What follows belongs to an exercise in optimizing a design on an open flow for small area, a short achievable clock period and few clock cycles per item; a production flow would make more cautious choices.
At most, simulation tests tie the RTL to the original design; equivalence was not proved.
No activity file was given, so power comes from the tool's default toggle rates.

==> inputs of cedar <==
## lath_eval
module lath_eval (
    input  wire        clk,
    input  wire        rst,
    input  wire [31:0] origin_x,       
    input  wire [31:0] origin_y,       
    input  wire [31:0] pitch_x,        
    input  wire [31:0] pitch_y,        
    input  wire [31:0] lath_pitch,     
    input  wire [31:0] phase_offset,   
    input  wire [15:0] slant_num,      
    input  wire [15:0] slant_den,      
    input  wire        in_valid,
    output wire        in_ready,
    input  wire [13:0] px,
    input  wire [12:0] py,
    input  wire [1:0]  stripe,
    input  wire [15:0] corr,           
    output reg         out_valid,
    output wire [6:0]  v,
    output reg  [31:0] m,
    output reg  [15:0] corr_o,
    output wire [47:0] xo,             
    output wire [47:0] yo              
);
clock: 11.0 ns
lec_check: 0
abc_area: 1
cap_margin: 60
core_margin: 2
core_utilization: 60
place_density: 0.75
slew_margin: 60
run.sh (not shown) runs the stock make flow with config.mk's settings and CLKGATE_MAP_FILE= SYNTH_SCRIPT=/design/flow/synth_recipe.tcl, a recipe that flattens the netlist after the stock synthesis.
==> ember: changes against cedar <==
--- a/flow/design.v
+++ b/flow/design.v
@@ -17,74 +17,70 @@
     input  wire [15:0] corr,           
     output reg         out_valid,
     output wire [6:0]  v,
     output reg  [31:0] m,
     output reg  [15:0] corr_o,
     output wire [47:0] xo,             
     output wire [47:0] yo              
 );
-    reg [31:0] lp_r;                   
+    reg [31:0] lp_r;
     reg [34:0] pol_r;                  
     reg [15:0] den_r;
-    reg         pol_c1, pol_c2;
-    wire [11:0] pol_lo, pol_mid;
-    wire [10:0] pol_hi;
-    wire        pol_clo, pol_cmid, pol_chi;
-    add_sk #(12) u_pol_lo  (.a(phase_offset[11:0]), .b({lp_r[9:0], 2'b00}), .cin(1'b0), .s(pol_lo), .co(pol_clo));
-    add_sk #(12) u_pol_mid (.a(phase_offset[23:12]), .b(lp_r[21:10]), .cin(pol_c1), .s(pol_mid), .co(pol_cmid));
-    add_sk #(11) u_pol_hi  (.a({3'b0, phase_offset[31:24]}), .b({1'b0, lp_r[31:22]}), .cin(pol_c2), .s(pol_hi), .co(pol_chi));
+    reg         pol_c;
+    wire [17:0] pol_lo;
+    wire [16:0] pol_hi;
+    wire        pol_clo, pol_chi;
+    add_sk #(18) u_pol_lo (.a(phase_offset[17:0]), .b({lp_r[15:0], 2'b00}), .cin(1'b0), .s(pol_lo), .co(pol_clo));
+    add_sk #(17) u_pol_hi (.a({3'b0, phase_offset[31:18]}), .b({1'b0, lp_r[31:16]}), .cin(pol_c), .s(pol_hi), .co(pol_chi));
     always @(posedge clk) begin
-        pol_c1 <= pol_clo;
-        pol_c2 <= pol_cmid;
-        pol_r  <= {pol_hi, pol_mid, pol_lo};
+        lp_r  <= lath_pitch;
+        pol_c <= pol_clo;
+        pol_r <= {pol_hi, pol_lo};
         den_r <= slant_den;
     end
     reg  lnz;                          
     always @(posedge clk) lnz <= |lath_pitch;
     reg        a_free;
     reg        f_prei, f_pre, f_pk, f_pka, f_pkw, f_kml, f_h0, f_h, f_p, f_c, f_done;
     reg [5:0]  a_cnt;
     reg        a_last;                 
     reg        pvalid;                 
     reg        yk;                     
     reg        acin_r;                 
     reg        rk;                     
+    reg        rb;                     
     reg [15:0] radd;                   
     reg        b_busy;
     reg        b_pre;
-    reg        b_div;
-    reg        b_dlast;                
     reg [4:0]  b_cnt;
     reg        b_last;                 
     reg        b_mcap;                 
     reg        b_vst;                  
     reg        o_org, o_pass, o_dbl, o_x2, o_xadd, o_yadd;
     reg        bl_r;                   
     reg        rdy_r;                  
+    reg        f_pass;                 
     reg        f_hb;                   
     reg        csx;                    
     wire b_load   = bl_r;
     wire a_ready  = a_free | bl_r;
     assign in_ready = rdy_r;
     wire accept   = in_valid & a_ready;
     wire b_loadk  = f_pka;             
-    wire b_loadd  = f_prei;            
-    wire b_any    = b_load | b_loadk | b_loadd;
-    wire b_run    = b_busy & ~b_pre & ~b_div;   
+    wire b_any    = b_load | b_loadk;
+    wire b_run    = b_busy & ~b_pre;   
     wire inflight_n = accept | (~a_free & ~b_load) | b_load | (b_busy & ~b_last);
     wire f_c_n    = f_p;
     wire f_done_n = (f_c | f_done) & ~b_load;
     wire b_busy_n = b_any | (b_busy & ~b_last);
-    wire b_last_n = ~b_any & b_busy & (b_cnt == (b_div ? 5'd18 : 5'd14));
-    wire b_div_n  = b_loadd | (b_div & ~b_last);
-    always @(posedge clk)
-        lp_r <= b_div_n ? {16'd0, den_r} : lath_pitch;
+    wire b_last_n = ~b_any & b_busy & (b_cnt == 5'd14);
     wire bl_n     = (f_c_n | f_done_n) & (~b_busy_n | b_last_n);
     wire a_free_n = (a_free | b_load) & ~in_valid;
+    wire pass_n   = (f_h & a_last) | f_p | f_done_n | f_pk;
     reg [13:0] pxa;
     reg [1:0]  sta;
     reg [12:0] pya;                    
     reg [15:0] corra;
     reg [46:0] acc;                    
     reg [15:0] rr;                     
     reg [1:0]  cq;                     
     reg [40:0] kq;                     
@@ -108,17 +104,19 @@
     wire [15:0] r_next = c1 ? r_s2[15:0] : (c0 ? r_s1[15:0] : r_t[15:0]);
     wire [46:0] ay   = ({47{f_h0}} & ~({33'd0, pxa} << 11))
                      | ({47{yk}}   & {15'd0, kq[31:0]})
                      | ({47{f_p}}  & {12'd0, pol_r})
                      | {{19{csx}}, {16{f_c}} & corra, 12'd0}
                      | ({47{f_pka}} & {1'b0, lp_r, 14'd0});
     wire        acin = acin_r;
     wire [46:0] hsel = {{23{f_hb}}, {24{f_h}}};
-    wire [46:0] ax   = (hsel & {acc[45:0], cq[0]}) | (~hsel & acc);
+    wire [46:0] ax   = (hsel & {acc[45:0], cq[0]})
+                     | ({47{f_h0}} & {20'd0, pxa, sta, 11'd0})
+                     | ({47{f_pass}} & acc);
     wire        ax0  = ax[0];
     wire        as0  = ax0 ^ ay[0] ^ acin;
     wire        ak1  = (ax0 & ay[0]) | (ax0 & acin) | (ay[0] & acin) | (f_h & cq[1]);
     wire [45:0] ahi;
     wire        a_co;
     add_sk #(46) u_acc (.a(ax[46:1]), .b(ay[46:1]), .cin(ak1), .s(ahi), .co(a_co));
     wire [46:0] asum = {ahi, as0};
     wire [15:0] nsn  = ~slant_num + 16'd1;             
@@ -126,25 +124,24 @@
     reg [31:0] br;                     
     reg [21:0] bq;                     
     reg [11:0] pxb;
     reg [11:0] pyb;
     reg [7:0]  vq;
     reg [38:0] xacc, yacc;             
     reg [31:0] m_r;
     reg [15:0] corr_r;
-    wire [31:0] dv  = lp_r;
     wire [33:0] bt  = {br, bq[21:20]};
     wire [34:0] bs1, bs2, bs3;
     wire        bc1, bc2, bc3;
-    add_sk #(35) u_bs1 (.a({1'b0, bt}), .b(~{3'b0, dv}), .cin(1'b1), .s(bs1), .co(bc1));
-    add_sk #(35) u_bs2 (.a({1'b0, bt}), .b(~{2'b0, dv, 1'b0}), .cin(1'b1), .s(bs2), .co(bc2));
+    add_sk #(35) u_bs1 (.a({1'b0, bt}), .b(~{3'b0, lp_r}), .cin(1'b1), .s(bs1), .co(bc1));
+    add_sk #(35) u_bs2 (.a({1'b0, bt}), .b(~{2'b0, lp_r, 1'b0}), .cin(1'b1), .s(bs2), .co(bc2));
     wire [34:0] b3x = {1'b0, bt};
-    wire [34:0] b3y = ~{3'b0, dv};
-    wire [34:0] b3z = ~{2'b0, dv, 1'b0};
+    wire [34:0] b3y = ~{3'b0, lp_r};
+    wire [34:0] b3z = ~{2'b0, lp_r, 1'b0};
     wire [34:0] b3s = b3x ^ b3y ^ b3z;
     wire [34:0] b3c = {(b3x[33:0] & b3y[33:0]) | (b3x[33:0] & b3z[33:0]) | (b3y[33:0] & b3z[33:0]), 1'b1};
     add_sk #(35) u_bs3 (.a(b3s), .b(b3c), .cin(1'b1), .s(bs3), .co(bc3));
     wire        g3  = ~bs3[34];
     wire        g2  = ~bs2[34];
     wire        g1  = ~bs1[34];
     wire [31:0] b_next = g3 ? bs3[31:0] : (g2 ? bs2[31:0] : (g1 ? bs1[31:0] : bt[31:0]));
     wire        qh  = g2;
@@ -161,20 +158,17 @@
     assign v  = vq[7:1];
     assign xo = {{10{~xacc[38]}}, xacc[37:0]};     
     assign yo = {{10{~yacc[38]}}, yacc[37:0]};
     always @(*) begin
         m      = m_r;
         corr_o = corr_r;
     end
     always @(posedge clk) begin
-        if (b_loadd) begin
-            br <= nsg ? {16'd0, den_r - 16'd1} : 32'd0;
-            bq <= {nsn, 6'd0};
-        end else if (b_any) begin
+        if (b_any) begin
             br <= {7'd0, asum[46:22]};
             bq <= asum[21:0];
         end else begin
             br <= b_next;
             bq <= {bq[19:0], 2'b00};
         end
         if (b_mcap) begin
             m_r    <= b_next & {32{lnz}};
@@ -198,68 +192,72 @@
         if (a_ready) begin
             pxa   <= px;
             sta   <= stripe;
             pya   <= py;
             corra <= corr;
             rr    <= 16'd0;
         end
         if (f_prei) begin
-            kq <= {40'd0, nsg};
+            kq <= {nsn, 24'd0, nsg};
+            rr <= nsg ? den_r - 16'd1 : 16'd0;
+        end
+        if (f_pre) begin
+            kq <= {kq[39:0], c0};
+            rr <= r_next;
+            if (a_last) begin
+                krem <= r_next;
+                rr   <= 16'd0;
+            end
         end
-        if (b_div)
-            kq <= {kq[38:0], qh, ql};
-        if (f_pk)
-            krem <= br[15:0];
         if (f_pk)
             acc <= {{6{kq[40]}}, kq};                    
-        else if ((a_ready & pvalid) | f_kml)
-            acc <= {20'd0, a_ready ? px : pxa, a_ready ? stripe : sta, 11'd0};
         else
             acc <= asum;
         if (f_kml)
             kq <= {9'd0, m_r};
         cq <= {c1, c0};
         if (f_h0 | (f_h & ~a_last))
             pya <= {pya[11:0], pya[12]};
     end
     always @(posedge clk) begin
         if (rst) begin
             a_free <= 1'b1;
             bl_r   <= 1'b0;
             rdy_r  <= 1'b1;
+            f_pass <= 1'b0;
             f_hb   <= 1'b0;
             csx    <= 1'b0;
             {f_prei, f_pre, f_pk, f_pka, f_pkw, f_kml, f_h0, f_h, f_p, f_c, f_done} <= 11'd0;
             a_cnt  <= 6'd0;
             a_last <= 1'b0;
             pvalid <= 1'b0;
             yk     <= 1'b0;
             acin_r <= 1'b0;
             rk     <= 1'b0;
+            rb     <= 1'b0;
             radd   <= 16'd0;
             b_busy <= 1'b0;
             b_pre  <= 1'b0;
-            b_div  <= 1'b0;
-            b_dlast <= 1'b0;
             b_cnt  <= 5'd0;
             {b_last, b_mcap, b_vst} <= 3'd0;
             {o_org, o_dbl, o_x2, o_xadd, o_yadd} <= 5'd0;
             o_pass <= 1'b1;
             out_valid <= 1'b0;
         end else begin
             bl_r   <= bl_n;
             rdy_r  <= a_free_n | bl_n;
+            f_pass <= pass_n;
             f_hb   <= f_h0 | (f_hb & ~a_last);
             csx    <= f_p & corra[15];
             if (f_prei) begin
                 f_prei <= 1'b0;
                 f_pre  <= 1'b1;
             end
-            if (f_pre & b_dlast) begin
+            if (f_pre & a_last) begin
                 f_pre <= 1'b0;
                 f_pk  <= 1'b1;
             end
             if (f_pk) begin
                 f_pk  <= 1'b0;
                 f_pka <= 1'b1;
             end
             if (f_pka) begin
@@ -299,40 +297,38 @@
                 a_free <= 1'b0;
                 f_prei <= ~pvalid;
                 f_h0   <= pvalid;
             end
             if (f_prei | f_h0)
                 a_cnt <= 6'd0;
             else
                 a_cnt <= a_cnt + 6'd1;
-            a_last <= f_h & (a_cnt == 6'd11);
+            a_last <= (f_pre & (a_cnt == 6'd38)) | (f_h & (a_cnt == 6'd11));
             yk     <= (f_h0 | (f_h & ~a_last)) & pya[12];
             acin_r <= (accept & pvalid) | f_kml | (f_h & a_last & (|rr));
             rk     <= (accept & pvalid & py[12]) | (f_kml & pya[12]) |
                       ((f_h0 | (f_h & (a_cnt <= 6'd10))) & pya[11]);
+            rb     <= (f_prei & nsn[15]) | (f_pre & ~a_last & kq[39]);
             radd   <= ({16{(accept & pvalid & py[12]) | (f_kml & pya[12]) |
-                           ((f_h0 | (f_h & (a_cnt <= 6'd10))) & pya[11])}} & krem);
-            out_valid <= ~b_any & b_busy & ~b_pre & ~b_div & (b_cnt == 5'd14);
+                           ((f_h0 | (f_h & (a_cnt <= 6'd10))) & pya[11])}} & krem) |
+                      {15'd0, (f_prei & nsn[15]) | (f_pre & ~a_last & kq[39])};
+            out_valid <= ~b_any & b_busy & ~b_pre & (b_cnt == 5'd14);
             if (b_any) begin
                 b_busy <= 1'b1;
                 b_pre  <= b_loadk;
-                b_div  <= b_loadd;
                 b_cnt  <= 5'd0;
             end else if (b_busy) begin
                 b_cnt <= b_cnt + 5'd1;
-                if (b_last) begin
+                if (b_last)
                     b_busy <= 1'b0;
-                    b_div  <= 1'b0;
-                end
             end
-            b_last  <= ~b_any & b_busy & (b_cnt == (b_div ? 5'd18 : 5'd14));
-            b_mcap  <= ~b_any & b_busy & ~b_div & (b_cnt == 5'd9);
-            b_vst   <= ~b_any & b_busy & ~b_div & (b_cnt >= 5'd10) & (b_cnt <= 5'd13);
-            b_dlast <= ~b_any & b_busy & b_div & (b_cnt == 5'd18);
+            b_last  <= ~b_any & b_busy & (b_cnt == 5'd14);
+            b_mcap  <= ~b_any & b_busy & (b_cnt == 5'd9);
+            b_vst   <= ~b_any & b_busy & (b_cnt >= 5'd10) & (b_cnt <= 5'd13);
             o_x2    <= b_load & pxa[13];
             o_org   <= ~b_any & b_run & (b_cnt == 5'd4);
             o_dbl   <= ~b_any & b_run & (b_cnt <= 5'd13) & (b_cnt != 5'd4);
             o_pass  <= ~(b_load | (~b_any & b_run & (b_cnt <= 5'd13))) |
                        (~b_any & b_run & (b_cnt == 5'd4));
             o_xadd  <= b_load ? pxa[12] :
                        (~b_any & b_run & (b_cnt <= 5'd13) & (b_cnt != 5'd4) &
                         ((b_cnt == 5'd13) | (o_dbl ? pxb[10] : pxb[11])));
CAP_MARGIN = 20   (was 60)
PLACE_DENSITY = 0.65   (was 0.75)
SLEW_MARGIN = 20   (was 60)
==> fjord: changes against cedar <==
--- a/flow/design.v
+++ b/flow/design.v
@@ -20,27 +20,25 @@
     output reg  [31:0] m,
     output reg  [15:0] corr_o,
     output wire [47:0] xo,             
     output wire [47:0] yo              
 );
     reg [31:0] lp_r;                   
     reg [34:0] pol_r;                  
     reg [15:0] den_r;
-    reg         pol_c1, pol_c2;
-    wire [11:0] pol_lo, pol_mid;
-    wire [10:0] pol_hi;
-    wire        pol_clo, pol_cmid, pol_chi;
-    add_sk #(12) u_pol_lo  (.a(phase_offset[11:0]), .b({lp_r[9:0], 2'b00}), .cin(1'b0), .s(pol_lo), .co(pol_clo));
-    add_sk #(12) u_pol_mid (.a(phase_offset[23:12]), .b(lp_r[21:10]), .cin(pol_c1), .s(pol_mid), .co(pol_cmid));
-    add_sk #(11) u_pol_hi  (.a({3'b0, phase_offset[31:24]}), .b({1'b0, lp_r[31:22]}), .cin(pol_c2), .s(pol_hi), .co(pol_chi));
+    reg         pol_c;
+    wire [17:0] pol_lo;
+    wire [16:0] pol_hi;
+    wire        pol_clo, pol_chi;
+    add_sk #(18) u_pol_lo (.a(phase_offset[17:0]), .b({lp_r[15:0], 2'b00}), .cin(1'b0), .s(pol_lo), .co(pol_clo));
+    add_sk #(17) u_pol_hi (.a({3'b0, phase_offset[31:18]}), .b({1'b0, lp_r[31:16]}), .cin(pol_c), .s(pol_hi), .co(pol_chi));
     always @(posedge clk) begin
-        pol_c1 <= pol_clo;
-        pol_c2 <= pol_cmid;
-        pol_r  <= {pol_hi, pol_mid, pol_lo};
+        pol_c <= pol_clo;
+        pol_r <= {pol_hi, pol_lo};
         den_r <= slant_den;
     end
     reg  lnz;                          
     always @(posedge clk) lnz <= |lath_pitch;
     reg        a_free;
     reg        f_prei, f_pre, f_pk, f_pka, f_pkw, f_kml, f_h0, f_h, f_p, f_c, f_done;
     reg [5:0]  a_cnt;
     reg        a_last;                 
CAP_MARGIN = 70   (was 60)
SLEW_MARGIN = 70   (was 60)
==> indigo: changes against cedar <==
--- a/flow/design.v
+++ b/flow/design.v
@@ -20,29 +20,24 @@
     output reg  [31:0] m,
     output reg  [15:0] corr_o,
     output wire [47:0] xo,             
     output wire [47:0] yo              
 );
     reg [31:0] lp_r;                   
     reg [34:0] pol_r;                  
     reg [15:0] den_r;
+    reg [18:0] ptx_r, pty_r;
     reg         pol_c1, pol_c2;
     wire [11:0] pol_lo, pol_mid;
     wire [10:0] pol_hi;
     wire        pol_clo, pol_cmid, pol_chi;
     add_sk #(12) u_pol_lo  (.a(phase_offset[11:0]), .b({lp_r[9:0], 2'b00}), .cin(1'b0), .s(pol_lo), .co(pol_clo));
     add_sk #(12) u_pol_mid (.a(phase_offset[23:12]), .b(lp_r[21:10]), .cin(pol_c1), .s(pol_mid), .co(pol_cmid));
     add_sk #(11) u_pol_hi  (.a({3'b0, phase_offset[31:24]}), .b({1'b0, lp_r[31:22]}), .cin(pol_c2), .s(pol_hi), .co(pol_chi));
-    always @(posedge clk) begin
-        pol_c1 <= pol_clo;
-        pol_c2 <= pol_cmid;
-        pol_r  <= {pol_hi, pol_mid, pol_lo};
-        den_r <= slant_den;
-    end
     reg  lnz;                          
     always @(posedge clk) lnz <= |lath_pitch;
     reg        a_free;
     reg        f_prei, f_pre, f_pk, f_pka, f_pkw, f_kml, f_h0, f_h, f_p, f_c, f_done;
     reg [5:0]  a_cnt;
     reg        a_last;                 
     reg        pvalid;                 
     reg        yk;                     
@@ -71,16 +66,25 @@
     wire b_any    = b_load | b_loadk | b_loadd;
     wire b_run    = b_busy & ~b_pre & ~b_div;   
     wire inflight_n = accept | (~a_free & ~b_load) | b_load | (b_busy & ~b_last);
     wire f_c_n    = f_p;
     wire f_done_n = (f_c | f_done) & ~b_load;
     wire b_busy_n = b_any | (b_busy & ~b_last);
     wire b_last_n = ~b_any & b_busy & (b_cnt == (b_div ? 5'd18 : 5'd14));
     wire b_div_n  = b_loadd | (b_div & ~b_last);
+    wire o_org_n  = ~b_any & b_run & (b_cnt == 5'd4);    
+    always @(posedge clk) begin
+        pol_c1 <= pol_clo;
+        pol_c2 <= pol_cmid;
+        pol_r <= o_org_n ? {5'd0, ~origin_y[29], origin_y[28:0]} : {pol_hi, pol_mid, pol_lo};
+        den_r <= slant_den;
+        ptx_r <= pitch_x[18:0];
+        pty_r <= pitch_y[18:0];
+    end
     always @(posedge clk)
         lp_r <= b_div_n ? {16'd0, den_r} : lath_pitch;
     wire bl_n     = (f_c_n | f_done_n) & (~b_busy_n | b_last_n);
     wire a_free_n = (a_free | b_load) & ~in_valid;
     reg [13:0] pxa;
     reg [1:0]  sta;
     reg [12:0] pya;                    
     reg [15:0] corra;
@@ -145,20 +149,20 @@
     add_sk #(35) u_bs3 (.a(b3s), .b(b3c), .cin(1'b1), .s(bs3), .co(bc3));
     wire        g3  = ~bs3[34];
     wire        g2  = ~bs2[34];
     wire        g1  = ~bs1[34];
     wire [31:0] b_next = g3 ? bs3[31:0] : (g2 ? bs2[31:0] : (g1 ? bs1[31:0] : bt[31:0]));
     wire        qh  = g2;
     wire        ql  = g3 | (g1 & ~g2);
     wire [38:0] xx   = ({39{o_dbl}} & {xacc[37:0], 1'b0}) | ({39{o_pass}} & xacc)
-                     | ({39{o_x2}} & {19'd0, pitch_x[18:0], 1'b0});
+                     | ({39{o_x2}} & {19'd0, ptx_r, 1'b0});
     wire [38:0] yx   = ({39{o_dbl}} & {yacc[37:0], 1'b0}) | ({39{o_pass}} & yacc);
-    wire [38:0] xy   = ({39{o_org}} & {9'd0, ~origin_x[29], origin_x[28:0]}) | ({39{o_xadd}} & {20'd0, pitch_x[18:0]});
-    wire [38:0] yy   = ({39{o_org}} & {9'd0, ~origin_y[29], origin_y[28:0]}) | ({39{o_yadd}} & {20'd0, pitch_y[18:0]});
+    wire [38:0] xy   = ({39{o_org}} & {9'd0, m_r[29:0]}) | ({39{o_xadd}} & {20'd0, ptx_r});
+    wire [38:0] yy   = ({39{o_org}} & {9'd0, pol_r[29:0]}) | ({39{o_yadd}} & {20'd0, pty_r});
     wire [38:0] xsum, ysum;
     wire        x_co, y_co;
     add_sk #(39) u_xo (.a(xx), .b(xy), .cin(1'b0), .s(xsum), .co(x_co));
     add_sk #(39) u_yo (.a(yx), .b(yy), .cin(1'b0), .s(ysum), .co(y_co));
     assign v  = vq[7:1];
     assign xo = {{10{~xacc[38]}}, xacc[37:0]};     
     assign yo = {{10{~yacc[38]}}, yacc[37:0]};
     always @(*) begin
@@ -173,16 +177,18 @@
             br <= {7'd0, asum[46:22]};
             bq <= asum[21:0];
         end else begin
             br <= b_next;
             bq <= {bq[19:0], 2'b00};
         end
         if (b_mcap) begin
             m_r    <= b_next & {32{lnz}};
+        end else if (o_org_n) begin
+            m_r    <= {2'd0, ~origin_x[29], origin_x[28:0]};
         end
         if (b_vst)
             vq <= {vq[5:0], qh & lnz, ql & lnz};
         xacc <= xsum;
         yacc <= ysum;
         if (o_dbl) begin
             pxb <= {pxb[10:0], 1'b0};
             pyb <= {pyb[10:0], 1'b0};
@@ -324,17 +330,17 @@
                     b_div  <= 1'b0;
                 end
             end
             b_last  <= ~b_any & b_busy & (b_cnt == (b_div ? 5'd18 : 5'd14));
             b_mcap  <= ~b_any & b_busy & ~b_div & (b_cnt == 5'd9);
             b_vst   <= ~b_any & b_busy & ~b_div & (b_cnt >= 5'd10) & (b_cnt <= 5'd13);
             b_dlast <= ~b_any & b_busy & b_div & (b_cnt == 5'd18);
             o_x2    <= b_load & pxa[13];
-            o_org   <= ~b_any & b_run & (b_cnt == 5'd4);
+            o_org   <= o_org_n;
             o_dbl   <= ~b_any & b_run & (b_cnt <= 5'd13) & (b_cnt != 5'd4);
             o_pass  <= ~(b_load | (~b_any & b_run & (b_cnt <= 5'd13))) |
                        (~b_any & b_run & (b_cnt == 5'd4));
             o_xadd  <= b_load ? pxa[12] :
                        (~b_any & b_run & (b_cnt <= 5'd13) & (b_cnt != 5'd4) &
                         ((b_cnt == 5'd13) | (o_dbl ? pxb[10] : pxb[11])));
             o_yadd  <= b_load ? pya[12] :
                        (~b_any & b_run & (b_cnt <= 5'd13) & (b_cnt != 5'd4) &
CAP_MARGIN = 70   (was 60)
SLEW_MARGIN = 70   (was 60)
==> run summary <==
- Status: no timing/DRC/antenna violations
- Switch Pwr: 3.757 mW
- Post-synth top cells: 1340 x nand2_1, 736 x inv_1, 429 x nand3_1
- Seq/Total Area, Yosys: 0.3330
- Critical path's slowest cell: clkdlybuf4s50_1
- DRT iter0 DRCs: approximately 2800
Source of the figures above: ember

==> run summary <==
- Worst Path Arrival: ~5000 ps
- Post-Syn Instances: between 4000 and 5000
- Seq/Total Area, Yosys: 0.3418
- DRT iter0 DRCs: between 3000 and 4000
- Number of non-clock buffers: 440
- Status: no timing/DRC/antenna violations
- Switch Pwr: between 4 and 5 mW
- Multi-input logic cell count: ~3300
- Critical path's slowest cell: fa_1
- CP startpoint: phase_offset[12]
Source of the figures above: indigo

==> run summary <==
- Critical path's slowest cell: clkdlybuf4s50_1
- Max cap viols: 0
- Seq/Total Area, Yosys: 0.3364
- CTS clk-pin slew, worst paths: ~60 ps
- Post-synth top cells: 1084 x nand2_1, 742 x inv_1, 369 x dfxtp_1
- Status: no timing/DRC/antenna violations
- Switch Pwr: between 4 and 5 mW
- Most used routing layer: met2
- Drt drc: 0
Source of the figures above: cedar

==> run summary <==
- Status: no timing/DRC/antenna violations
- Critical path's slowest cell: clkdlybuf4s50_1
- Post-synth top cells: 1112 x nand2_1, 743 x inv_1, 368 x dfxtp_1
- Seq/Total Area, Yosys: 0.3353
- First-pass GRT wire length: ~170 mm
- DRT iter0 DRCs: approximately 2700
- Leading cell kind: multi-input combinational cells
- Worst r2r src: lp_r[14]
- Most flop-heavy register: acc
- Yosys cell types: 66
- Switch Pwr: 4.325 mW
- DR top layer: met5
Source of the figures above: fjord

Testbench counts of ember, summed over its fixed seeds: cycles 26,880, items 1,536.
Testbench counts of fjord, summed over its fixed seeds: cycles 26,240, items 1,536.
Only the layout flow was run in cedar and indigo; the RTL was not checked for function there.

static timing again, ports no longer ideal:
How much do the figures lean on ideal ports? The routed layouts below were timed once more, with nothing changed but the port constraints. Step 1 sets driving cells, clkbuf_16 on the clock port and buf_2 on the other inputs (assumed; they add their load-dependent delay and slew). Step 2 adds t to the input delays and takes it off the output delays; t is the mean of the earliest and latest rising clock arrival at the registers after step 1. Input paths then give back, and output paths get back, about the clock's delay inside the block. Slacks: ideal / step 1 / step 2; pairs: ideal / step 1.
run	t (ns)	setup WS [ns]	clock arrival spread, ns	slew at the worst register clock pin (ns)	pins driven straight from the clock port
cedar	0.699	6.269 / 6.306 / 5.607	0.032 / 0.032	0.07 / 0.07	1
ember	0.697	6.205 / 6.226 / 5.529	0.029 / 0.030	0.07 / 0.07	1
fjord	0.681	6.636 / 6.665 / 5.984	0.034 / 0.034	0.07 / 0.07	1
indigo	0.710	6.535 / 6.570 / 5.860	0.039 / 0.039	0.07 / 0.07	1
After both steps setup and hold are still met in every run listed. The setup slack of ember, which loses most, moves by +0.021 ns with the drivers and by -0.676 ns with both steps.
